What follows belongs to an exercise in optimizing a design on an open flow for small area, a short achievable clock period and few clock cycles per item; a production flow would make more cautious choices. At most, simulation tests tie the RTL to the original design; equivalence was not proved. No functional check of the RTL was part of run 5.

## flow/design.v (module list and top-level ports; edited modules follow where they fit)
// module dtc_core: 577 lines
// module dtc_sqr: 661 lines
// module dtc_mul2: 1418 lines
// module dtc_mul1: 791 lines
module dtc_core (
    input  wire               clk,
    input  wire               rst,           
    input  wire               start,
    input  wire signed [15:0] ia,
    input  wire signed [15:0] ib,
    input  wire signed [15:0] ic,
    input  wire        [11:0] vms,
    input  wire               model_en,
    input  wire signed [15:0] cos_th,
    input  wire signed [15:0] sin_th,
    input  wire signed [23:0] t_ref,
    input  wire signed [23:0] f_ref,
    input  wire        [15:0] rs,
    input  wire        [15:0] kv,
    input  wire        [15:0] ld,
    input  wire        [15:0] lq,
    input  wire signed [23:0] psi_pm,
    input  wire        [14:0] model_gain,
    input  wire        [15:0] tq_gain,
    input  wire        [15:0] i_max,
    input  wire        [22:0] t_max,
    input  wire signed [23:0] f_min,
    input  wire signed [23:0] f_max,
    input  wire        [22:0] ht,
    input  wire        [22:0] hf,
    output wire               ready,
    output reg                done,
    output wire        [2:0]  vec,
    output wire signed [23:0] t_est,
    output reg         [23:0] f_est,
    output wire        [1:0]  tq_code,
    output wire               fx_code,
    output wire        [2:0]  sector,
    output wire               cur_lim,
    output wire               ref_lim,
    output wire               sense_fault,
    output wire        [15:0] switches
);
  // ...
==> flow/flow/run.sh <==
#!/bin/bash
# The standard layout (the standard.sh, unchanged synthesis, floorplan,
# placement, clock tree and routing) with a tighter target for the timing
# repair: the resizer works until the setup slack at the design's clock
# period is at least 6 ns. The constraints and the clock are the design's.
set -euo pipefail
bash standard.sh SETUP_SLACK_MARGIN=6 finish > standard.log 2>&1
==> flow/standard.sh <==
#!/bin/bash
# synth_recipe.tcl (not shown) runs the flow's synth.tcl, then flattens the netlist and writes it again
# the make line also repeats each setting of config.mk as NAME=value (left out here)
make -C /OpenROAD-flow-scripts/flow DESIGN_CONFIG=/design/flow/config.mk WORK_HOME=/design/flow/orfs CLKGATE_MAP_FILE= SYNTH_SCRIPT=/design/flow/synth_recipe.tcl "${@:-finish}"
==> flow/config.mk <==
export PLATFORM = sky130hd
export DESIGN_NAME = dtc_core
export DESIGN_NICKNAME = dtc_core
export VERILOG_FILES = /design/flow/design.v
export SDC_FILE = /design/flow/constraint.sdc
export NUM_CORES = 8
export LEC_CHECK = 0
export CAP_MARGIN = 20
export CORE_MARGIN = 2
export CORE_UTILIZATION = 40
export PLACE_DENSITY = 0.6
export SLEW_MARGIN = 20
==> flow/constraint.sdc <==
create_clock -name core_clock -period 15.0 [get_ports {clk}]
set_input_delay 3.0000 -clock core_clock [delete_from_list [all_inputs] [get_ports {clk}]]
set_output_delay 3.0000 -clock core_clock [all_outputs]
set_load 0.01 [all_outputs]
==> flow_metrics.tcl, run 1 <==
set metrics [dict create \
    fp.dieW_um 683.2 \
    drt-met1-wl_mm 294.7 \
    synthCells 21410 \
    synth.most_common_cell "inv_1" \
    use_met3_pct 8.969 \
    hold_end "k_rlim" \
    setup_viol 0 \
    overflow 0 \
    cts-buffers-inserted 161 \
    multi_input_area_share_pct 65.66 \
    hp-class "reg -> reg" \
    crit_slowest_cell "fa_1" \
    cts_hold_buf 0 \
    reg2reg_slack_ns 5.87 \
    numSequentialCells 1326 \
    worst-path-max-fanout 8 \
    core-area_um2 459500 \
    synth-xor-area-share_pct 7.346 \
    fin_cells 28050 \
    multi_input_gates 15580 \
    antenna_cells 47 \
    post-route-min-period_ns 9.127 \
    met3_length_mm 91.81 \
    grt_usage_pct 31.15 \
    crit_family "adder cells" \
    synth.area.top_cells "fa_1 (23%), ha_1 (11%), edfxtp_1 (10%)" \
    vias 167700 \
    synth_edf_count 622 \
    status "complete, no violations" \
    buffer_area_share_pct 7.144 \
    synth_fa_ha_area_share_pct 33.78 \
    root_buffer "clkbuf_16" \
    worstMarginPinSlew_ns 1.248 \
]
Testbench counts, summed over its fixed seeds: cycles 9,648, items 2,400.
==> run 2, diff against run 1 <==
--- a/flow/config.mk
+++ b/flow/config.mk
@@ -6,4 +6,5 @@
 export NUM_CORES = 8
 export LEC_CHECK = 0
+export ABC_AREA = 1
 export CAP_MARGIN = 20
 export CORE_MARGIN = 2
==> flow_metrics.tcl, run 2 <==
set metrics [dict create \
    final_cell_mix "inv_1 (3983), nand2_1 (2711), fa_1 (2101), xor2_1 (1803), ha_1 (1591)" \
    mostFrequentLayoutCell "inv_1" \
    synth_seq_cells 1326 \
    nets 25430 \
    netlist-cell-type-count 82 \
    reg2reg_slack_ns 6.12 \
    dp_hpwl_mm 532.0 \
    grt_setup_unrepaired "yes" \
    drtIter0Drc 15270 \
    synth_top_area_share_pct 23.94 \
    finalWirelength_mm 668.2 \
    arrival_ns 9.44 \
    clock_path_buffers 4 \
    min_path_cells 0 \
    root_buffer "clkbuf_16" \
    first_global_vias 145200 \
    min_from "b_sense" \
    io_buffers 472 \
    avgSynthCellArea_um2 8.390 \
    worstSetupStartpointType "flip-flop" \
    grt_pass1_wl_mm 966.9 \
    fillers 43120 \
    syn_area_um2 175800 \
    worstSetupStartpoint "c_sin[0]" \
    worstRegToRegCells 32 \
    cpMostUsedCell "fa_1" \
    fin_ws_ns 6.118 \
    grt_max_degree 85 \
    dp_slack_ns 4.455 \
    postLayoutCoreUtil_pct 44.89 \
    ctsHtreeMaxLevel 4 \
    route.detailed.drc 0 \
    synthArstFlopShare_pct 0 \
    overflow 0 \
    placed_area_um2 187900 \
    finalHoldViolCount 0 \
    cts_tree "yes" \
    setup_viol 0 \
    core-area_um2 437800 \
    yosys_warnings 1 \
    drv_slew 0 \
    antenna_left 0 \
    synthesis.nets 25050 \
    start_util_pct 40.15 \
    worst_setup_path_end_kind "flip-flop" \
    path_class "reg -> reg" \
    drive_above_1_share_pct 6.389 \
    worst-path-max-fanout 11 \
    maxSlewHeadroom_pct 14.36 \
    synth.area.top_cells "fa_1 (24%), ha_1 (11%), edfxtp_1 (11%)" \
    r2r-start "c_sin[0]" \
    clk_latency_ns 0.94 \
    synth_edf_count 622 \
    status "complete, no violations" \
    place_congestion 1.025 \
    drv_cap 0 \
    post-route-min-period_ns 8.882 \
    cts_sinks 1326 \
    critPathRequiredTime_ns 15.56 \
    crit_slowest_cell "xnor2_1" \
    largest_reg_flops 48 \
    dr.pass1.iters 9 \
    worstMarginPinSlew_ns 1.275 \
    wl_per_cell_um 24.53 \
    area_growth_pct 11.79 \
    hp-class "reg -> reg" \
    vias 149200 \
    num_rows 243 \
    grt_usage_pct 29.27 \
    r2r_end "fr_rbe[18]" \
    fp.dieW_um 667.0 \
    num_io_pins 474 \
    vias_per_cell 5.475 \
    stdcell_area_um2 196500 \
    max_freq_mhz 112.6 \
    cts-buffers-inserted 163 \
    crit_family "adder cells" \
    slowest_delay_ns 0.85 \
    path_clk_slew_ns 0.06 \
    die_h_um 667.0 \
    hold_end "k_sense" \
    synthTopCellsByCount "inv_1 (4029), nand2_1 (2728), fa_1 (2102), xor2_1 (1831), ha_1 (1599)" \
    top_register "sq" \
    synthCells 20960 \
    synth.most_common_cell "inv_1" \
    die_area_um2 444800 \
    cts_hold_buf 0 \
    finClkSkew_ns 0.08399 \
    path_buf_inv 8 \
    ys.flop_type "dfxtp_1" \
    antenna_found_initial 51 \
    seq_area_frac_synth_pct 18.64 \
    period_share_pct 59.22 \
    setup_tns_ns 0 \
    yosysTopAreaCell "fa_1" \
]
==> run 2: cell types whose count changed after synthesis, moves of 584 or more <==
cell and change:
clkbuf_1 -618, nand2_1 +1729, inv_1 +926, xor2_1 +1289, xnor2_1 -682, o21ai_0 -584
==> run 2: logic make-up (layout without fill, tap and decap cells) <==
family,Yosys count,in the layout,synth area share (%)
buffers and inverters,4912,5409,10.62
other,0,25,0
XOR/XNOR,2157,2157,10.77
multiplexers,6,6,0.03630
AND/OR/NAND/NOR,5014,5022,11.75
AO/OA/AOI/OAI,3837,3837,12.86
flip-flops,1326,1326,18.64
adder cells (fa/ha/maj),3703,3703,35.33
==> run 2: worst max path at each step <==
stage / endpoint / slack [ns] / depth (start not counted)
floorplan: sq[39] / 6.30 / 30
global placement: sq[47] / 4.58 / 39
detailed placement: b_pcal[6] / 4.46 / 40
CTS: sq[46] / 6.00 / 37
global route: d_al[3] / 5.93 / 48
finish: fr_rbe[18] / 6.12 / 32
==> run 2: stage by stage <==
step | hold WS, ns | std cells
after floorplan | 0.3233 | 20960
after global placement | 0.3255 | 26770
after detailed placement | 0.3285 | 26770
after CTS | 0.3424 | 27110
after global routing | 0.3541 | 27230
final | 0.3408 | 27240
==> run 2: timing repair <==
item / in CTS / in global routing
pin swaps: 1 / 34
setup endpoints to repair: 286 / 243
hold endpoints to repair: 0 / 0
setup buffers: 36 / 89
cloned: 13 / 15
gates resized for setup: 203 / 258
==> run 2: metal layers <==
metal / track usage (%) / share of wire, %
met1: 38.26 / 40
met2: 44.44 / 43
met3: 7.613 / 11
met4: 15.28 / 6.5
met5: 0 / 0.019
==> run 2: area by class of cell <==
type | count | area (um2) | area share [%]
timing repair buffer | 976 | 8853 | 4.505
antenna | 25 | 62.56 | 0.03183
clock buffer | 207 | 4492 | 2.286
inverter | 4121 | 15730 | 8.005
timing repair inverter | 15 | 90.09 | 0.04584
tap | 5757 | 7203 | 3.665
multi-input combinational | 14730 | 126100 | 64.18
clock inverter | 90 | 1129 | 0.5743
sequential | 1326 | 32840 | 16.71
==> run 3, diff against run 2 <==
==> flow/flow/run.sh (replaced) <==
#!/bin/bash
# The standard layout (the standard.sh, unchanged synthesis, floorplan,
# placement, clock tree and routing) with a tighter target for the timing
# repair: the resizer works until the setup slack at the design's clock
# period is at least 8 ns. The constraints and the clock are the design's.
set -euo pipefail
bash standard.sh SETUP_SLACK_MARGIN=8 finish > standard.log 2>&1
==> flow_metrics.tcl, run 3 <==
set metrics [dict create \
    status "complete, no violations" \
    grt_max_degree 85 \
    path_clk_slew_ns 0.08 \
    dp_hpwl_mm 539.6 \
    clk_latency_ns 0.97 \
    drv_cap 0 \
    finalHoldViolCount 0 \
    fp.dieW_um 667.0 \
    synthesis.nets 25050 \
    r2r-start "psi_al[23]" \
    worst-path-max-fanout 7 \
    drv_slew 0 \
    synth_edf_count 622 \
    setup_tns_ns 0 \
    worstSetupStartpointType "flip-flop" \
    setup_viol 0 \
    area_growth_pct 25.55 \
    grt_pass1_wl_mm 1044 \
    avgSynthCellArea_um2 8.390 \
    synth_top_area_share_pct 23.94 \
    core-area_um2 437800 \
    overflow 0 \
    wl_per_cell_um 25.72 \
    cpMostUsedCell "fa_1" \
    synth.area.top_cells "fa_1 (24%), ha_1 (11%), edfxtp_1 (11%)" \
    route.detailed.drc 0 \
    antenna_found_initial 48 \
    r2r_end "sq[47]" \
    nets 26570 \
    worstSetupStartpoint "psi_al[23]" \
    num_rows 243 \
    final_cell_mix "inv_1 (3764), nand2_1 (2354), fa_1 (1965), xor2_1 (1720), ha_1 (1388)" \
    max_freq_mhz 120.2 \
    min_path_cells 0 \
    dp.cells 26730 \
    root_buffer "clkbuf_16" \
    first_global_vias 154400 \
    path_class "reg -> reg" \
    grt_setup_unrepaired "yes" \
    mostFrequentLayoutCell "inv_1" \
    synthTopCellsByCount "inv_1 (4029), nand2_1 (2728), fa_1 (2102), xor2_1 (1831), ha_1 (1599)" \
    place_congestion 1.017 \
    worst_setup_path_end_kind "flip-flop" \
    fillers 40790 \
    synthArstFlopShare_pct 0 \
    die_h_um 667.0 \
    drtIter0Drc 16890 \
    cts-buffers-inserted 166 \
    largest_reg_flops 48 \
    ys.flop_type "dfxtp_1" \
    worstRegToRegCells 36 \
    critPathRequiredTime_ns 15.68 \
    hold_end "k_rlim" \
    vias 158200 \
    slowest_delay_ns 0.54 \
    num_io_pins 474 \
    finalWirelength_mm 730.6 \
    finClkSkew_ns 0.08333 \
    crit_slowest_cell "fa_1" \
    start_util_pct 40.15 \
    period_share_pct 55.46 \
    reg2reg_slack_ns 6.68 \
    worstMarginPinSlew_ns 1.259 \
    maxSlewHeadroom_pct 15.48 \
    seq_area_frac_synth_pct 18.64 \
    synthCells 20960 \
    die_area_um2 444800 \
    drive_above_1_share_pct 19.08 \
    yosys_warnings 1 \
    vias_per_cell 5.571 \
    min_from "b_rlim" \
    dr.pass1.iters 9 \
    syn_area_um2 175800 \
    cts_tree "yes" \
    top_register "sq" \
    io_buffers 472 \
    cts_sinks 1326 \
    arrival_ns 9.00 \
    ctsHtreeMaxLevel 4 \
    netlist-cell-type-count 82 \
    hp-class "reg -> reg" \
    synth.most_common_cell "inv_1" \
    synth_seq_cells 1326 \
    fin_cells 28400 \
    clock_path_buffers 4 \
    grt_usage_pct 31.77 \
    yosysTopAreaCell "fa_1" \
    post-route-min-period_ns 8.320 \
    antenna_left 0 \
]
## run 3: final cells by class
| class | count | area (um2) | share of cell area [%] |
|---|---|---|---|
| Antenna cell | 30 | 75.07 | 0.03401 |
| Tap cell | 5757 | 7203 | 3.263 |
| Clock inverter | 85 | 934.6 | 0.4234 |
| Sequential cell | 1326 | 32970 | 14.94 |
| Inverter | 4121 | 16270 | 7.371 |
| Timing Repair inverter | 33 | 307.8 | 0.1394 |
| Multi-Input combinational cell | 14780 | 138000 | 62.54 |
| Clock buffer | 222 | 4687 | 2.123 |
| Timing Repair Buffer | 2053 | 20230 | 9.167 |
## run 3: worst max path at each step
| stage | to | slack [ns] | cells after the start |
|---|---|---|---|
| global route | sq[47] | 6.46 | 40 |
| detailed placement | rb_rem[9] | 4.71 | 39 |
| global placement | rb_rem[9] | 4.65 | 39 |
| floorplan | sq[47] | 7.43 | 36 |
| CTS | sq[47] | 6.80 | 38 |
| finish | sq[47] | 6.68 | 36 |
## run 3: metrics by stage
| stage | utilization, % | setup WS, ns | area [um2] | hold slack, ns |
|---|---|---|---|---|
| after floorplan | - | 7.434 | 178000 | 0.3233 |
| after global placement | 43.16 | 4.655 | 188900 | 0.3308 |
| after detailed placement | 43.16 | 4.709 | 189000 | 0.3285 |
| after CTS | 48.62 | 6.798 | 212900 | 0.3233 |
| after global routing | 50.40 | 6.465 | 220700 | 0.3506 |
| final | 50.42 | 6.680 | 220700 | 0.3219 |
## run 3: logic make-up after synthesis
| group | synth area share, % |
|---|---|
| and+or+nand+nor | 11.75 |
| buffers and inverters | 10.62 |
| AOI/OAI and AO/OA | 12.86 |
| adders and majority gates | 35.33 |
| xor gates and xnor gates | 10.77 |
| DFF | 18.64 |
| muxes | 0.03630 |
## run 3: per-layer routing
layer	wire length [um]	GRT usage, %	share of wire, %	vias up
met5	210	0	0.029	-
met3	80930	9.074	11	2109
met4	55320	18.72	7.6	32
li1	-	-	-	70420
met2	311200	47.97	43	8384
met1	282900	40.43	39	77280
## run 3: repair_timing
item                                    in CTS  in global routing
hold buffers                                 0                  0
cloned                                     113                 18
pin swaps                                  674                690
endpoints found under the setup margin     437                379
setup buffers                              855                352
gates resized for setup                   2218               1082
## run 3: critical path, delay by kind of cell, from the launching register on
kind                       cells  cell delay (ns)
AOI/OAI and AO/OA             10             1.65
xor gates and xnor gates       4             0.93
DFF                            1             0.43
adders and majority gates      8             3.42
and+or+nand+nor                4             0.34
buffers and inverters         10             1.24
==> run 4, diff against run 3 <==
==> flow/flow/run.sh (replaced) <==
#!/bin/bash
# The standard layout (the standard.sh, unchanged synthesis, floorplan,
# placement, clock tree and routing) with a tighter target for the timing
# repair: the resizer works until the setup slack at the design's clock
# period is at least 7 ns. The constraints and the clock are the design's.
set -euo pipefail
bash standard.sh SETUP_SLACK_MARGIN=7 finish > standard.log 2>&1
==> flow_metrics.tcl, run 4 <==
set metrics [dict create \
    crit_family "adder cells" \
    dr.pass1.iters 9 \
    cpMostUsedCell "fa_1" \
    netlist-cell-type-count 82 \
    finalHoldViolCount 0 \
    synth.most_common_cell "inv_1" \
    multiInputGateArea_um2 130600 \
    yosys_warnings 1 \
    worstSetupStartpointType "flip-flop" \
    largest_reg_flops 48 \
    ys.flop_type "dfxtp_1" \
    num_io_pins 474 \
    vias 153900 \
    slowest_delay_ns 0.55 \
    finClkSkew_ns 0.09307 \
    avgSynthCellArea_um2 8.390 \
    setup_viol 0 \
    drv_slew 0 \
    top_register "sq" \
    mostFrequentLayoutCell "inv_1" \
    setup_tns_ns 0 \
    clock_path_buffers 4 \
    post-route-min-period_ns 8.319 \
    grt_max_degree 85 \
    core-area_um2 437800 \
    critPathRequiredTime_ns 15.61 \
    io_buffers 472 \
    synthCells 20960 \
    synthesis.nets 25050 \
    worst-path-max-fanout 7 \
    seq_area_frac_synth_pct 18.64 \
    final_cell_mix "inv_1 (3880), nand2_1 (2577), fa_1 (2033), xor2_1 (1763), ha_1 (1502)" \
    worst_setup_path_end_kind "flip-flop" \
    status "complete, no violations" \
    drt-met1-wl_mm 273.8 \
    root_buffer "clkbuf_16" \
    drive_above_1_share_pct 12.28 \
    synthArstFlopShare_pct 0 \
    first_global_vias 149200 \
    ctsHtreeMaxLevel 4 \
    dp_hpwl_mm 534.1 \
    synth_top_area_share_pct 23.94 \
    num_rows 243 \
    place_congestion 1.015 \
    cts_sinks 1326 \
    vias_per_cell 5.538 \
    clk_latency_ns 0.95 \
    period_share_pct 55.46 \
    wl_per_cell_um 25.05 \
    regArea_um2 33010 \
    cts-buffers-inserted 164 \
    synth.area.top_cells "fa_1 (24%), ha_1 (11%), edfxtp_1 (11%)" \
    max_freq_mhz 120.2 \
    synth_seq_cells 1326 \
    met3_length_mm 79.10 \
    maxSlewHeadroom_pct 9.275 \
    worstMarginPinSlew_ns 1.351 \
    path_buf_inv 10 \
    crit_slowest_cell "fa_1" \
    die_area_um2 444800 \
    wl_met2_mm 294.1 \
    dr.max_layer_used "met5" \
    finalWirelength_mm 696.1 \
    arrival_ns 8.93 \
    start_util_pct 40.15 \
    fp.dieW_um 667.0 \
    nets 25950 \
    antenna_left 0 \
    die_h_um 667.0 \
    overflow 0 \
    synth_edf_count 622 \
    cts_hold_buf 0 \
    syn_area_um2 175800 \
    antenna_found_initial 51 \
    yosysTopAreaCell "fa_1" \
    fillers 42170 \
    grt_setup_unrepaired "yes" \
    cts_tree "yes" \
    hp-class "reg -> reg" \
    area_growth_pct 17.58 \
    drv_cap 0 \
    route.detailed.drc 0 \
    synthTopCellsByCount "inv_1 (4029), nand2_1 (2728), fa_1 (2102), xor2_1 (1831), ha_1 (1599)" \
    grt_usage_pct 30.22 \
    grt_pass1_wl_mm 997.3 \
    drtIter0Drc 17270 \
    path_class "reg -> reg" \
    path_clk_slew_ns 0.07 \
]
run 4: changes by cell type in the layout (fill, tap and decap cells not counted), moves of 106 or more:
| cell | change |
|---|---|
| nand2_1 | +223 |
| o21ai_0 | +106 |
| inv_1 | +116 |
| nand2_2 | -137 |
| buf_4 | -345 |
| ha_1 | +114 |
| buf_6 | -158 |
run 4: layout make-up:
cell class	instances	share of cell area, %
Multi-Input combinational cell	14740	63.19
Sequential cell	1326	15.97
Inverter	4121	7.795
Timing Repair Buffer	1476	6.804
Tap cell	5757	3.485
Clock buffer	222	2.221
Clock inverter	78	0.4043
Timing Repair inverter	21	0.06779
Antenna cell	52	0.06295
run 4: worst register-to-register path: cells and delay by family (launching register included):
family          cells  cell delay, ns
fa+ha+maj          10            4.05
compound gates      8            1.42
buf+inv            10            1.07
xor+xnor            3            0.63
simple gates        5            0.43
flops               1            0.42
run 4: worst paths after layout:
kind / from / end / slack [ns] / cells after the start
max: psi_al[23] / sq[47] / 6.68 / 36
min: b_sense / k_sense / 0.34 / 0
max reg2reg: psi_al[23] / sq[47] / 6.68 / 36
min reg2reg: b_sense / k_sense / 0.34 / 0
run 4: repair_timing:
action | in CTS | in global routing
gates resized for setup | 844 | 1037
gates cloned | 51 | 28
endpoints found under the setup margin | 376 | 308
pin swaps | 151 | 440
setup buffers | 326 | 290
run 4: layer usage:
| layer | up-vias | global-route usage, % |
|---|---|---|
| li1 | 69150 | - |
| met5 | - | 0 |
| met1 | 74520 | 39.49 |
| met3 | 1887 | 8.125 |
| met4 | 20 | 16.42 |
| met2 | 8326 | 45.39 |
run 4: stage by stage:
step                      worst slack (ns)  hold slack, ns  utilization (%)  area [um2]  cells
after floorplan                      7.019          0.3233                -      175900  20960
after global placement               4.496          0.3280            42.89      187800  26740
after detailed placement             4.437          0.3291            42.89      187800  26740
after CTS                            6.752          0.3422            45.62      199700  27420
after global routing                 6.499          0.3698            47.20      206600  27760
final                                6.681          0.3445            47.21      206700  27790
run 4: cell families after synthesis:
group | count (synthesis) | synth area share [%]
multiplexers | 6 | 0.03630
adder cells (fa/ha/maj) | 3703 | 35.33
buffers and inverters | 4912 | 10.62
AO/OA/AOI/OAI | 3837 | 12.86
AND/OR/NAND/NOR | 5014 | 11.75
XOR/XNOR | 2157 | 10.77
flip-flops | 1326 | 18.64
==> module dtc_core, before the edit <==
module dtc_core (
    input  wire               clk,
    input  wire               rst,           
    input  wire               start,
    input  wire signed [15:0] ia,
    input  wire signed [15:0] ib,
    input  wire signed [15:0] ic,
    input  wire        [11:0] vms,
    input  wire               model_en,
    input  wire signed [15:0] cos_th,
    input  wire signed [15:0] sin_th,
    input  wire signed [23:0] t_ref,
    input  wire signed [23:0] f_ref,
    input  wire        [15:0] rs,
    input  wire        [15:0] kv,
    input  wire        [15:0] ld,
    input  wire        [15:0] lq,
    input  wire signed [23:0] psi_pm,
    input  wire        [14:0] model_gain,
    input  wire        [15:0] tq_gain,
    input  wire        [15:0] i_max,
    input  wire        [22:0] t_max,
    input  wire signed [23:0] f_min,
    input  wire signed [23:0] f_max,
    input  wire        [22:0] ht,
    input  wire        [22:0] hf,
    output wire               ready,
    output reg                done,
    output wire        [2:0]  vec,
    output wire signed [23:0] t_est,
    output reg         [23:0] f_est,
    output wire        [1:0]  tq_code,
    output wire               fx_code,
    output wire        [2:0]  sector,
    output wire               cur_lim,
    output wire               ref_lim,
    output wire               sense_fault,
    output wire        [15:0] switches
);
    function signed [23:0] sat24;
        input signed [47:0] v;
        begin
            if (v > 48'sd8388607)
                sat24 = 24'sd8388607;
            else if (v < -48'sd8388608)
                sat24 = -24'sd8388608;
            else
                sat24 = v[23:0];
        end
    endfunction
    function [16:0] abs16;
        input signed [15:0] v;
        begin
            abs16 = v[15] ? -{v[15], v} : {1'b0, v};
        end
    endfunction
    function [2:0] vcode;      
        input [2:0] n;
        begin
            case (n)
                3'd1: vcode = 3'b100;
                3'd2: vcode = 3'b110;
                3'd3: vcode = 3'b010;
                3'd4: vcode = 3'b011;
                3'd5: vcode = 3'b001;
                default: vcode = 3'b101;
            endcase
        end
    endfunction
    function [2:0] wrap6;       
        input signed [4:0] n;
        begin
            if (n < 5'sd1)
                wrap6 = n + 5'sd6;
            else if (n > 5'sd6)
                wrap6 = n - 5'sd6;
            else
                wrap6 = n[2:0];
        end
    endfunction
    function [23:0] clampu24;
        input signed [26:0] v;
        begin
            if (v[26])
                clampu24 = 24'd0;
            else if (v[25:24] != 2'b00)
                clampu24 = 24'hffffff;
            else
                clampu24 = v[23:0];
        end
    endfunction
    reg [1:0] ph;
    reg       rdy, rdy_o;
    reg       v1, v2, v3;          
    assign ready = rdy_o;
    wire acc = start & rdy;
    reg [3:0] q1a, q1b, q1c, q1d, q2a, q2b, q2c, q2d, q3a, q3b, q3c, q4a, q4b, q4c, qsa, qsb, qsc, qsd, qe, qb, qr;
    always @(posedge clk) begin
        if (rst) begin
            q1a <= 4'b0001;
            q1b <= 4'b0001;
            q1c <= 4'b0001;
            q1d <= 4'b0001;
            q2a <= 4'b0001;
            q2b <= 4'b0001;
            q2c <= 4'b0001;
            q2d <= 4'b0001;
            q3a <= 4'b0001;
            q3b <= 4'b0001;
            q3c <= 4'b0001;
            q4a <= 4'b0001;
            q4b <= 4'b0001;
            q4c <= 4'b0001;
            qsa <= 4'b0001;
            qsb <= 4'b0001;
            qsc <= 4'b0001;
            qsd <= 4'b0001;
            qe <= 4'b0001;
            qb <= 4'b0001;
            qr <= 4'b0001;
        end else begin
            q1a <= {q1a[2:0], q1a[3]};
            q1b <= {q1b[2:0], q1b[3]};
            q1c <= {q1c[2:0], q1c[3]};
            q1d <= {q1d[2:0], q1d[3]};
            q2a <= {q2a[2:0], q2a[3]};
            q2b <= {q2b[2:0], q2b[3]};
            q2c <= {q2c[2:0], q2c[3]};
            q2d <= {q2d[2:0], q2d[3]};
            q3a <= {q3a[2:0], q3a[3]};
            q3b <= {q3b[2:0], q3b[3]};
            q3c <= {q3c[2:0], q3c[3]};
            q4a <= {q4a[2:0], q4a[3]};
            q4b <= {q4b[2:0], q4b[3]};
            q4c <= {q4c[2:0], q4c[3]};
            qsa <= {qsa[2:0], qsa[3]};
            qsb <= {qsb[2:0], qsb[3]};
            qsc <= {qsc[2:0], qsc[3]};
            qsd <= {qsd[2:0], qsd[3]};
            qe <= {qe[2:0], qe[3]};
            qb <= {qb[2:0], qb[3]};
            qr <= {qr[2:0], qr[3]};
        end
    end
    always @(posedge clk) begin
        if (rst) begin
            ph  <= 2'd0;
            rdy <= 1'b0;
            rdy_o <= 1'b0;
            v1  <= 1'b0;
            v2  <= 1'b0;
            v3  <= 1'b0;
        end else begin
            ph  <= ph + 2'd1;
            rdy <= (ph == 2'd2);
            rdy_o <= qsd[2];
            if (ph == 2'd3) begin
                v1 <= acc;
                v2 <= v1;
                v3 <= v2;
            end
        end
    end
    wire signed [17:0] w_sal  = 2 * ia - ib - ic;
    wire signed [16:0] w_sbe  = ib - ic;
    wire signed [17:0] w_isum = ia + ib + ic;
    wire        [16:0] w_aia  = abs16(ia);
    wire        [16:0] w_aib  = abs16(ib);
    wire        [16:0] w_aic  = abs16(ic);
    wire               w_cur  = (w_aia > {1'b0, i_max}) || (w_aib > {1'b0, i_max})
                                || (w_aic > {1'b0, i_max});
    wire signed [23:0] w_tmax = {1'b0, t_max};
    wire signed [23:0] w_ntmax = -w_tmax;
    wire               w_thi  = t_ref > w_tmax;
    wire signed [24:0] w_tsum = t_ref + $signed({1'b0, t_max});
    wire               w_tlo  = w_tsum[24];           
    wire signed [23:0] w_tlim = w_thi ? w_tmax : w_tlo ? w_ntmax : t_ref;
    wire               w_flo  = f_ref < f_min;
    wire               w_fhi  = f_ref > f_max;
    wire               w_fmm  = f_min > f_max;
    wire               w_feq  = f_ref == f_max;
    wire signed [23:0] w_flim = w_flo ? (w_fmm ? f_max : f_min) : (w_fhi ? f_max : f_ref);
    wire               w_rlim = w_thi | w_tlo | w_fhi | (w_flo & ~w_feq);
    reg signed [17:0] c_sal;
    reg        [17:0] c_aisum;
    reg signed [16:0] c_sbe;
    reg               c_cur, c_rlim, c_men;
    reg signed [23:0] c_tlim, c_flim, c_pm;
    reg        [11:0] c_vms;
    reg        [15:0] c_kv, c_rs, c_ld, c_lq, c_tqg, c_imax;
    wire       [17:0] w_aisum = w_isum[17] ? -w_isum : w_isum;
    always @(posedge clk) begin
        c_sal   <= w_sal;
        c_sbe   <= w_sbe;
        c_aisum <= w_aisum;
        c_vms   <= vms;
        c_kv    <= kv;
        c_imax  <= i_max;
    end
    reg signed [15:0] c_cos, c_sin;
    reg        [14:0] c_g;
    reg        [22:0] c_ht, c_hf;
    always @(posedge clk) begin
        if (rdy) begin
            c_cur  <= w_cur;
            c_tlim <= w_tlim;
            c_flim <= w_flim;
            c_rlim <= w_rlim;
            c_men  <= model_en;
            c_cos  <= cos_th;
            c_sin  <= sin_th;
            c_rs   <= rs;
            c_ld   <= ld;
            c_lq   <= lq;
            c_pm   <= psi_pm;
            c_g    <= model_gain;
            c_tqg  <= tq_gain;
            c_ht   <= ht;
            c_hf   <= hf;
        end
    end
    reg signed [16:0] fr_ial, fr_ibe;
    reg        [15:0] fr_vstep;
    reg signed [17:0] fr_id, fr_iq;
    reg signed [23:0] fr_pcd, fr_pcq;
    reg signed [20:0] fr_rbe;
    reg signed [23:0] b_pcal, b_pcbe;
    reg signed [20:0] b_ral;
    wire signed [20:0] b_rbe = fr_rbe;
    reg        [14:0] b_v3;
    reg        [15:0] b_vq;
    reg        [14:0] b_g;
    reg signed [16:0] b_ibe, b_ial;
    reg        [15:0] b_tqg;
    reg        [23:0] b_a1, b_t2;
    reg signed [23:0] b_tlim;
    reg        [22:0] b_ht;
    reg               b_cur, b_sense, b_rlim;
    reg signed [23:0] psi_al, psi_be;
    reg signed [23:0] pv_al, pv_be;
    reg signed [24:0] d_al, d_be;
    reg signed [24:0] c_hi;
    reg        [47:0] sq;
    reg        [2:0]  sec_n;
    reg signed [23:0] t_new;
    reg               f_lt1, f_ge2;
    reg signed [23:0] k_tlim;
    reg signed [25:0] k_th, k_tl;
    reg               k_cur, k_sense, k_rlim;
    reg        [2:0]  s_vec;
    reg        [1:0]  s_tq;
    reg               s_fx;
    reg        [15:0] s_sw;
    reg        [1:0]  s_scnt;
    reg               s_sf;
    reg signed [23:0] h_test;
    reg        [2:0]  h_sec;
    reg               h_cur, h_rlim;
    wire signed [23:0] e_sal  = c_sal;
    wire signed [23:0] e_sbe  = c_sbe;
    wire signed [23:0] e_ial  = fr_ial;
    wire signed [23:0] e_ibe  = fr_ibe;
    wire signed [16:0] e_cos  = c_cos;
    wire signed [16:0] e_sin  = c_sin;
    wire signed [16:0] e_rs   = {1'b0, c_rs};
    wire signed [24:0] e_id   = fr_id;
    wire signed [24:0] e_iq   = fr_iq;
    wire signed [24:0] e_ial4 = fr_ial;
    wire signed [23:0] u1_a0 = ({24{q1a[0]}} & e_sal) | ({24{q1a[1]}} & e_ial)
                             | ({24{q1a[2]}} & psi_al) | ({24{q1a[3]}} & fr_pcd);
    wire signed [16:0] u1_b0 = ({17{q1b[0]}} & 17'sd21845) | ({17{q1b[1]}} & e_cos)
                             | ({17{q1b[2]}} & b_ibe) | ({17{q1b[3]}} & e_cos);
    wire signed [23:0] u1_a1 = ({24{q1c[1]}} & e_ibe)
                             | ({24{q1c[2]}} & psi_be) | ({24{q1c[3]}} & fr_pcq);
    wire signed [16:0] u1_b1 = ({17{q1d[1]}} & e_sin)
                             | ({17{q1d[2]}} & b_ial) | ({17{q1d[3]}} & e_sin);
    wire               u1_n1 = q1d[2] | q1d[3];
    wire signed [23:0] u2_a0 = ({24{q2a[0]}} & e_sbe) | ({24{q2a[1] | q2a[2]}} & e_ibe)
                             | ({24{q2a[3]}} & fr_pcd);
    wire signed [16:0] u2_b0 = ({17{q2b[0]}} & 17'sd37837) | ({17{q2b[1]}} & e_cos)
                             | ({17{q2b[2]}} & e_rs) | ({17{q2b[3]}} & e_sin);
    wire signed [23:0] u2_a1 = ({24{q2c[1]}} & e_ial) | ({24{q2c[3]}} & fr_pcq);
    wire signed [16:0] u2_b1 = ({17{q2d[1]}} & e_sin) | ({17{q2d[3]}} & e_cos);
    wire               u2_n1 = q2d[1];
    wire signed [24:0] u3_a = ({25{q3a[0]}} & {13'd0, c_vms}) | ({25{q3a[1]}} & d_al)
                            | ({25{q3a[2]}} & e_id) | ({25{q3a[3]}} & c_hi);
    wire signed [16:0] u3_b = ({17{q3b[0]}} & {1'b0, c_kv}) | ({17{q3b[1]}} & {2'b00, b_g})
                            | ({17{q3b[2]}} & {1'b0, c_ld}) | ({17{q3b[3]}} & {1'b0, b_tqg});
    wire signed [41:0] u3_c = ({42{q3c[1]}} & {{3{pv_al[23]}}, pv_al, 15'd0})
                            | ({42{q3c[2]}} & {{6{c_pm[23]}}, c_pm, 12'd0});
    wire signed [24:0] u4_a = ({25{q4a[0]}} & {9'd0, c_imax}) | ({25{q4a[1]}} & d_be)
                            | ({25{q4a[2]}} & e_iq) | ({25{q4a[3]}} & e_ial4);
    wire signed [16:0] u4_b = ({17{q4b[0]}} & 17'sd6554) | ({17{q4b[1]}} & {2'b00, b_g})
                            | ({17{q4b[2]}} & {1'b0, c_lq}) | ({17{q4b[3]}} & e_rs);
    wire signed [41:0] u4_c = ({42{q4c[1]}} & {{3{pv_be[23]}}, pv_be, 15'd0})
                            | ({42{q4c[0]}} & {8'd0, c_aisum, 16'd0});
    wire               u4_n = q4c[0];
    wire        [47:0] z1, z2, z3, z4;
    dtc_mul2 u_m1 (.a0(u1_a0), .b0(u1_b0), .a1(u1_a1), .b1(u1_b1), .n1(u1_n1), .y(z1));
    dtc_mul2 u_m2 (.a0(u2_a0), .b0(u2_b0), .a1(u2_a1), .b1(u2_b1), .n1(u2_n1), .y(z2));
    dtc_mul1 u_m3 (.a(u3_a), .b(u3_b), .n(1'b0), .c(u3_c), .y(z3));
    dtc_mul1 u_m4 (.a(u4_a), .b(u4_b), .n(u4_n), .c(u4_c), .y(z4));
    wire signed [41:0] y1 = z1[41:0];
    wire signed [41:0] y2 = z2[41:0];
    wire signed [41:0] y3 = z3[41:0];
    wire signed [41:0] y4 = z4[41:0];
    reg                fr_sense;
    wire signed [26:0] w_a1 = (2 * c_flim - $signed({1'b0, c_hf}) + 1) >>> 1;
    wire signed [26:0] w_t2 = (2 * c_flim + $signed({1'b0, c_hf}) + 2) >>> 1;
    wire        [31:0] p_v3 = fr_vstep * 17'd21845;
    wire        [32:0] vs_x = fr_vstep;
    wire        [32:0] p_vq = (vs_x << 15) + (vs_x << 12) + (vs_x << 10) - (vs_x << 6)
                            + (vs_x << 4) - (vs_x << 2) + vs_x;
    always @(posedge clk) begin
        if (qe[0]) begin
            fr_ial   <= y1 >>> 16;
            fr_ibe   <= y2 >>> 16;
            fr_vstep <= y3[27:12];
        end
        if (qe[0])
            fr_sense <= ~y4[41] & (y4 != 42'sd0);
        fr_id  <= y1 >>> 15;
        fr_iq  <= y2 >>> 15;
        fr_pcd <= sat24(y3 >>> 12);
        fr_pcq <= y4 >>> 12;
        if (qe[2])
            fr_rbe <= y2 >>> 12;
        b_pcal  <= sat24(y1 >>> 15);
        b_pcbe  <= sat24(y2 >>> 15);
        b_ral   <= y4 >>> 12;
        b_v3    <= p_v3[30:16];
        b_vq    <= p_vq[31:16];
        if (qe[3]) begin
            b_g     <= c_men ? c_g : 15'd0;
            b_ibe   <= fr_ibe;
            b_ial   <= fr_ial;
            b_tqg   <= c_tqg;
            b_a1    <= clampu24(w_a1);
            b_t2    <= clampu24(w_t2);
            b_tlim  <= c_tlim;
            b_ht    <= c_ht;
            b_cur   <= c_cur;
            b_sense <= fr_sense;
            b_rlim  <= c_rlim;
        end
    end
    wire               c_gth = t_new > k_th;        
    wire               c_ltl = t_new < k_tl;        
    wire               c_gem = t_new >= k_tlim;     
    wire               c_lem = t_new <= k_tlim;     
    wire               c_pos = ~t_new[23] & (t_new != 24'sd0);
    wire               c_neg = t_new[23];
    reg         [1:0]  tq_nx;
    wire               fx_nx = f_lt1 | (~f_ge2 & s_fx);
    always @(*) begin
        if (k_cur)
            tq_nx = c_pos ? 2'b11 : c_neg ? 2'b01 : 2'b00;
        else case (s_tq)
            2'b01:   tq_nx = c_gth ? 2'b11 : c_gem ? 2'b00 : 2'b01;
            2'b11:   tq_nx = c_ltl ? 2'b01 : c_lem ? 2'b00 : 2'b11;
            default: tq_nx = c_ltl ? 2'b01 : c_gth ? 2'b11 : 2'b00;
        endcase
    end
    wire signed [4:0]  vn_p = $signed({2'b00, sec_n}) + (fx_nx ? 5'sd1 : 5'sd2);
    wire signed [4:0]  vn_m = $signed({2'b00, sec_n}) - (fx_nx ? 5'sd1 : 5'sd2);
    wire        [2:0]  vc_z = (s_vec == 3'b000 || s_vec == 3'b100 || s_vec == 3'b010
                               || s_vec == 3'b001) ? 3'b000 : 3'b111;
    wire        [2:0]  vc_p = vcode(wrap6(vn_p));
    wire        [2:0]  vc_m = (vn_m == 5'sd0) ? vc_z : vcode(wrap6(vn_m));
    wire        [2:0]  vec_nx = (tq_nx == 2'b01) ? vc_p : (tq_nx == 2'b11) ? vc_m : vc_z;
    wire        [2:0]  vdiff = s_vec ^ vec_nx;
    wire        [1:0]  nsw   = vdiff[0] + vdiff[1] + vdiff[2];
    wire        [2:0]  vprev = v3 ? vec_nx : s_vec;
    wire               ua2   = (vprev == 3'b100) || (vprev == 3'b011);
    wire               ua_1  = (vprev == 3'b110) || (vprev == 3'b010)
                               || (vprev == 3'b001) || (vprev == 3'b101);
    wire               ua_n  = ~vprev[2] & (vprev[1] | vprev[0]);
    wire               ub_1  = vprev[1] ^ vprev[0];
    wire               ub_n  = ~vprev[1] & vprev[0];
    wire        [16:0] m_al  = ua2 ? {1'b0, b_v3, 1'b0} : ua_1 ? {2'b00, b_v3} : 17'd0;
    wire        [16:0] m_be  = ub_1 ? {1'b0, b_vq} : 17'd0;
    wire signed [25:0] x_mal = {9'd0, m_al} ^ {26{ua_n}};
    wire signed [25:0] x_mbe = {9'd0, m_be} ^ {26{ub_n}};
    wire signed [25:0] p0_al = psi_al - b_ral;
    wire signed [25:0] p0_be = psi_be - b_rbe;
    wire signed [25:0] d0_al = b_pcal + b_ral - psi_al;
    wire signed [25:0] d0_be = b_pcbe + b_rbe - psi_be;
    wire signed [24:0] ds_al = p0_al[25] ? b_pcal + 25'sd8388608 : b_pcal - 25'sd8388607;
    wire signed [24:0] ds_be = p0_be[25] ? b_pcbe + 25'sd8388608 : b_pcbe - 25'sd8388607;
    wire signed [25:0] pr_al = p0_al + x_mal + ua_n;
    wire signed [25:0] pr_be = p0_be + x_mbe + ub_n;
    wire signed [25:0] dr_al = d0_al + ~x_mal + {25'd0, ~ua_n};
    wire signed [25:0] dr_be = d0_be + ~x_mbe + {25'd0, ~ub_n};
    wire               o_al  = pr_al[25:23] != {3{pr_al[25]}};
    wire               o_be  = pr_be[25:23] != {3{pr_be[25]}};
    wire signed [23:0] sv_al = p0_al[25] ? -24'sd8388608 : 24'sd8388607;
    wire signed [23:0] sv_be = p0_be[25] ? -24'sd8388608 : 24'sd8388607;
    wire signed [23:0] w_pv_al = o_al ? sv_al : pr_al[23:0];
    wire signed [23:0] w_pv_be = o_be ? sv_be : pr_be[23:0];
    wire signed [24:0] w_d_al  = o_al ? ds_al : dr_al[24:0];
    wire signed [24:0] w_d_be  = o_be ? ds_be : dr_be[24:0];
    wire signed [41:0] pbe_x = psi_be;
    wire signed [41:0] p_y3 = (pbe_x <<< 16) - (pbe_x <<< 13) - (pbe_x <<< 9)
                              - (pbe_x <<< 6) - (pbe_x <<< 3) - (pbe_x <<< 2);
    wire signed [26:0] y3s  = p_y3 >>> 15;
    wire signed [26:0] sx   = psi_al;
    wire signed [26:0] sp   = sx - y3s;
    wire signed [26:0] sqq  = sx + y3s;
    reg         [2:0]  w_sec;
    always @(*) begin
        if (sp > 0 && sqq >= 0)
            w_sec = 3'd1;
        else if (sp <= 0 && sx > 0)
            w_sec = 3'd2;
        else if (sx <= 0 && sqq > 0)
            w_sec = 3'd3;
        else if (sqq <= 0 && sp < 0)
            w_sec = 3'd4;
        else if (sp >= 0 && sx < 0)
            w_sec = 3'd5;
        else if (sx >= 0 && sqq < 0)
            w_sec = 3'd6;
        else
            w_sec = 3'd1;
    end
    wire        sa_s = qsa[2] & psi_al[23];
    wire        sb_s = qsb[2] & psi_be[23];
    wire [23:0] sa_y = qsa[2] ? {1'b0, psi_al[22:0] ^ {23{psi_al[23]}}} : b_a1;
    wire [23:0] sb_y = qsb[2] ? {1'b0, psi_be[22:0] ^ {23{psi_be[23]}}} : b_t2;
    wire [49:0] sq_n = qsc[2] ? 50'd0 : {2'b11, ~sq};
    wire [49:0] ra0, ra1, rb0, rb1;
    dtc_sqr u_sqa (.y(sa_y), .s(sa_s), .a1(sq_n), .ci(1'b0), .r0(ra0), .r1(ra1));
    dtc_sqr u_sqb (.y(sb_y), .s(sb_s), .a1(sq_n), .ci(1'b0), .r0(rb0), .r1(rb1));
    wire [49:0] za = ra0 + ra1;
    wire [49:0] zb = rb0 + rb1;
    wire [49:0] w_s = ra0 + ra1 + rb0 + rb1;
    always @(posedge clk) begin
        pv_al <= w_pv_al;
        pv_be <= w_pv_be;
        d_al  <= w_d_al;
        d_be  <= w_d_be;
        if (qb[1] && v2) begin
            psi_al <= y3 >>> 15;
            psi_be <= y4 >>> 15;
        end
        c_hi <= y1 >>> 16;
        if (qb[2])
            sq <= w_s[47:0];
        if (qb[2])
            sec_n <= w_sec;
        t_new  <= sat24(y3 >>> 12);
        f_lt1  <= ~za[49];
        f_ge2  <= zb[49];
        k_tlim <= b_tlim;
        k_th   <= b_tlim + $signed({3'b000, b_ht});
        k_tl   <= b_tlim - $signed({3'b000, b_ht});
        k_cur  <= b_cur;
        k_sense <= b_sense;
        k_rlim <= b_rlim;
        if (rst) begin
            psi_al <= 24'sd0;
            psi_be <= 24'sd0;
        end
    end
    always @(posedge clk) begin
        if (rst) begin
            s_vec  <= 3'b000;
            s_tq   <= 2'b00;
            s_fx   <= 1'b1;
            s_sw   <= 16'd0;
            s_scnt <= 2'd0;
            s_sf   <= 1'b0;
        end else if (qb[0] && v3) begin
            s_vec <= vec_nx;
            s_tq  <= tq_nx;
            s_fx  <= fx_nx;
            s_sw  <= s_sw + nsw;
            if (k_sense) begin
                if (s_scnt == 2'd3)
                    s_sf <= 1'b1;
                else
                    s_scnt <= s_scnt + 2'd1;
            end else begin
                s_scnt <= 2'd0;
            end
        end
        if (qb[0] && v3) begin
            h_test <= t_new;
            h_sec  <= sec_n;
            h_cur  <= k_cur;
            h_rlim <= k_rlim;
        end
    end
    function [50:0] sqstep;    
        input [26:0] rem_i;
        input [23:0] root_i;
        input [1:0]  b;
        reg   [26:0] r;
        reg   [27:0] df;
        begin
            r  = {rem_i[24:0], b};
            df = {1'b0, r} - {2'b00, root_i, 2'b01};
            if (!df[27])
                r = df[26:0];
            sqstep = {r, root_i[22:0], ~df[27]};
        end
    endfunction
    function [50:0] sqrt3;
        input [26:0] rem_i;
        input [23:0] root_i;
        input [5:0]  bits;
        reg   [50:0] x;
        begin
            x = sqstep(rem_i, root_i, bits[5:4]);
            x = sqstep(x[50:24], x[23:0], bits[3:2]);
            sqrt3 = sqstep(x[50:24], x[23:0], bits[1:0]);
        end
    endfunction
    reg  [12:0] ra_rem;         
    reg  [11:0] ra_root;
    reg  [24:0] rb_rem;         
    reg  [20:0] rb_root;
    reg  [23:0] rb_s;           
    wire [5:0]  sa_bits = ({6{qr[3]}} & sq[47:42]) | ({6{qr[0]}} & sq[41:36])
                        | ({6{qr[1]}} & sq[35:30]) | ({6{qr[2]}} & sq[29:24]);
    wire [50:0] sa_out  = sqrt3({14'd0, ra_rem & {13{~qr[3]}}},
                                {12'd0, ra_root & {12{~qr[3]}}}, sa_bits);
    wire [26:0] sb_rin  = qr[3] ? {14'd0, ra_rem} : {2'd0, rb_rem};
    wire [23:0] sb_qin  = qr[3] ? {12'd0, ra_root} : {3'd0, rb_root};
    wire [50:0] sb_out  = sqrt3(sb_rin, sb_qin, rb_s[23:18]);
    always @(posedge clk) begin
        ra_rem  <= sa_out[36:24];
        ra_root <= sa_out[11:0];
        rb_rem  <= sb_out[48:24];
        rb_root <= sb_out[20:0];
        rb_s    <= qr[2] ? sq[23:0] : {rb_s[17:0], 6'd0};
    end
    reg               v4;
    reg        [2:0]  o_vec;
    reg        [1:0]  o_tq;
    reg               o_fx, o_sf, o_cur, o_rlim;
    reg        [15:0] o_sw;
    reg signed [23:0] o_test;
    reg        [2:0]  o_sec;
    always @(posedge clk) begin
        if (rst) begin
            done <= 1'b0;
            v4   <= 1'b0;
        end else begin
            done <= qr[2] && v4;
            if (qr[3])
                v4 <= v3;
        end
        if (qr[2] && v4)
            f_est <= sb_out[23:0];
        if (qr[0] && v4) begin
            o_vec  <= s_vec;
            o_tq   <= s_tq;
            o_fx   <= s_fx;
            o_sw   <= s_sw;
            o_sf   <= s_sf;
            o_test <= h_test;
            o_sec  <= h_sec;
            o_cur  <= h_cur;
            o_rlim <= h_rlim;
        end
    end
    assign vec         = o_vec;
    assign tq_code     = o_tq;
    assign fx_code     = o_fx;
    assign switches    = o_sw;
    assign sense_fault = o_sf;
    assign t_est       = o_test;
    assign sector      = o_sec;
    assign cur_lim     = o_cur;
    assign ref_lim     = o_rlim;
endmodule
==> run 5, diff against run 4 <==
--- a/flow/design.v
+++ b/flow/design.v
@@ -424,8 +424,14 @@
             w_sec = 3'd1;
     end
-    wire        sa_s = qsa[2] & psi_al[23];
-    wire        sb_s = qsb[2] & psi_be[23];
-    wire [23:0] sa_y = qsa[2] ? {1'b0, psi_al[22:0] ^ {23{psi_al[23]}}} : b_a1;
-    wire [23:0] sb_y = qsb[2] ? {1'b0, psi_be[22:0] ^ {23{psi_be[23]}}} : b_t2;
+    reg         sa_s, sb_s;
+    reg  [23:0] sa_y, sb_y;
+    wire [23:0] w_psa = y3[38:15];
+    wire [23:0] w_psb = y4[38:15];
+    always @(posedge clk) begin
+        sa_s <= qsa[1] & w_psa[23];
+        sb_s <= qsb[1] & w_psb[23];
+        sa_y <= qsa[1] ? {1'b0, w_psa[22:0] ^ {23{w_psa[23]}}} : b_a1;
+        sb_y <= qsb[1] ? {1'b0, w_psb[22:0] ^ {23{w_psb[23]}}} : b_t2;
+    end
     wire [49:0] sq_n = qsc[2] ? 50'd0 : {2'b11, ~sq};
     wire [49:0] ra0, ra1, rb0, rb1;
==> flow_metrics.tcl, run 5 <==
set metrics [dict create \
    final_cell_mix "inv_1 (4528), nand2_1 (2998), fa_1 (2050), xor2_1 (1761), ha_1 (1548)" \
    grt_max_degree 96 \
    wl_per_cell_um 24.31 \
    finalWirelength_mm 692.4 \
    worst_setup_path_end_kind "flip-flop" \
    dp_hpwl_mm 534.1 \
    dp_slack_ns 3.404 \
    crit_family "adder cells" \
    num_rows 245 \
    syn_area_um2 178500 \
    yosys_warnings 1 \
    num_io_pins 474 \
    area_growth_pct 16.98 \
    ys.flop_type "dfxtp_1" \
    cts_sinks 1376 \
    antenna_found_initial 47 \
    setup_tns_ns 0 \
    synth_edf_count 622 \
    die_h_um 671.9 \
    grt_pass1_wl_mm 1001 \
    clk_latency_ns 0.94 \
    postLayoutCoreUtil_pct 46.93 \
    drive_above_1_share_pct 10.97 \
    top_register "sq" \
    fillers 43070 \
    yosysTopAreaCell "fa_1" \
    slowest_delay_ns 0.54 \
    status "complete, no violations" \
    path_buf_inv 8 \
    synth.area.top_cells "fa_1 (24%), ha_1 (11%), edfxtp_1 (10%)" \
    netlist-cell-type-count 84 \
    fp.dieW_um 671.9 \
    synth_top_area_share_pct 23.58 \
    crit_slowest_cell "fa_1" \
    first_global_vias 151000 \
    synth_seq_cells 1376 \
    seq_area_frac_synth_pct 18.92 \
    avgSynthCellArea_um2 8.289 \
    finalHoldViolCount 0 \
    clock_path_buffers 4 \
    core-area_um2 444800 \
    vias_per_cell 5.399 \
    overflow 0 \
    cts_hold_buf 0 \
    synthesis.nets 25630 \
    vias 153800 \
    synthTopCellsByCount "inv_1 (4653), nand2_1 (3132), fa_1 (2102), xor2_1 (1813), ha_1 (1598)" \
    regArea_um2 34000 \
    largest_reg_flops 48 \
    hold_slack_ns 0.3389 \
    mostFrequentLayoutCell "inv_1" \
    path_clk_slew_ns 0.07 \
    fin_cells 28480 \
    drtIter0Drc 14800 \
    setup_viol 0 \
    place_congestion 1.008 \
    synth.most_common_cell "inv_1" \
    drv_slew 0 \
    fin_ws_ns 6.610 \
    grt_usage_pct 29.80 \
    ctsHtreeMaxLevel 4 \
    finClkSkew_ns 0.07937 \
    die_area_um2 451500 \
    drv_cap 0 \
    root_buffer "clkbuf_16" \
    start_util_pct 40.12 \
    grt_setup_unrepaired "yes" \
    post-route-min-period_ns 8.390 \
    cpMostUsedCell "fa_1" \
    max_freq_mhz 119.2 \
    hp-class "reg -> reg" \
    critPathRequiredTime_ns 15.78 \
    antenna_left 0 \
    route.detailed.drc 0 \
    dr.pass1.iters 7 \
    worstMarginPinSlew_ns 1.197 \
    worstSetupStartpointType "flip-flop" \
    synthCells 21530 \
    period_share_pct 55.94 \
    path_class "reg -> reg" \
    cts-buffers-inserted 169 \
    worst-path-max-fanout 15 \
    dp.cells 27490 \
    maxSlewHeadroom_pct 20.18 \
    nets 26480 \
    cts_tree "yes" \
    io_buffers 472 \
    multiInputGateArea_um2 128600 \
    synthArstFlopShare_pct 0 \
    arrival_ns 9.17 \
]
## run 5: changes by cell type in the layout (fill, tap and decap cells not counted), sizes merged, moves of 14 or more
cell,change
nand3,-38
diode,-23
a21o,-14
o22ai,+17
dfxtp,+50
xor2,-22
nor2,-468
o21a,-30
a21oi,+55
nand2,+377
o21bai,+20
nand4,-16
inv,+593
xnor2,-17
## run 5: what timing repair did
| item | 4_1_cts | 5_1_grt |
|---|---|---|
| pin swaps | 169 | 233 |
| gates resized for setup | 909 | 661 |
| gates cloned | 55 | 27 |
| setup buffers | 305 | 267 |
| setup endpoints to repair | 409 | 332 |
## run 5: final cells by class
type	instances	share of cell area (%)
timing repair buffer	1481	6.903
inverter	4711	8.736
antenna	29	0.03476
tap	5928	3.553
clock inverter	94	0.5502
timing repair inverter	19	0.06293
sequential	1376	16.29
clock buffer	217	2.277
multi-input combinational	14630	61.59
## run 5: cells by family (layout without fill, tap and decap cells)
kind of cell | Yosys count | in the layout | synth area share [%]
compound gates | 3917 | 3920 | 12.93
buf+inv | 5549 | 6522 | 11.78
simple gates | 4862 | 4879 | 11.14
flops | 1376 | 1376 | 18.92
mux | 6 | 7 | 0.03576
fa+ha+maj | 3702 | 3702 | 34.79
other cells | 0 | 29 | 0
xor+xnor | 2118 | 2118 | 10.40
## run 5: path summary, 6_finish.rpt
| path | depth (start not counted) | start | endpoint | slack [ns] |
|---|---|---|---|---|
| setup / recovery | 36 | fr_pcd[15] | b_pcal[22] | 6.61 |
| hold / removal | 0 | b_cur | k_cur | 0.34 |
| setup reg to reg | 36 | fr_pcd[15] | b_pcal[22] | 6.61 |
| hold reg to reg | 0 | b_cur | k_cur | 0.34 |
## run 5: metal layers
| layer | wire length (um) | global-route usage [%] |
|---|---|---|
| met5 | 196 | 0 |
| met4 | 56020 | 18.98 |
| met3 | 65730 | 7.308 |
| met2 | 303700 | 46.70 |
| met1 | 266700 | 36.73 |
## run 5: metrics by stage
stage / cell area, um2
finish: 208800
global route: 208700
CTS: 203400
detailed placement: 190900
global placement: 190900
floorplan: 178500

## what the ideal ports hide
How much do the figures lean on ideal ports? The routed layouts below were timed once more, with nothing changed but the port constraints. Step 1 assumes that a clkbuf_16 drives the clock port and a buf_2 every other input. Step 2 adds t to the input delays and takes it off the output delays; t is the mean of the earliest and latest rising clock arrival at the registers after step 1. Input paths then give back, and output paths get back, about the clock's delay inside the block. a / b / c = ideal ports / drivers / drivers and shift; a / b = the first two.
run	t (ns)	setup WS [ns]	latest minus earliest clock arrival (ns)	cell pins on the clock port's net
run 1	1.078	5.873 / 5.873 / 5.873	0.112 / 0.112	1
run 2	1.027	6.118 / 6.118 / 6.118	0.090 / 0.090	1
run 3	1.054	6.680 / 6.680 / 6.680	0.089 / 0.089	1
run 4	1.022	6.681 / 6.681 / 6.681	0.100 / 0.100	1
run 5	1.015	6.610 / 6.610 / 6.610	0.090 / 0.090	1
After both steps every run listed still meets setup and hold.
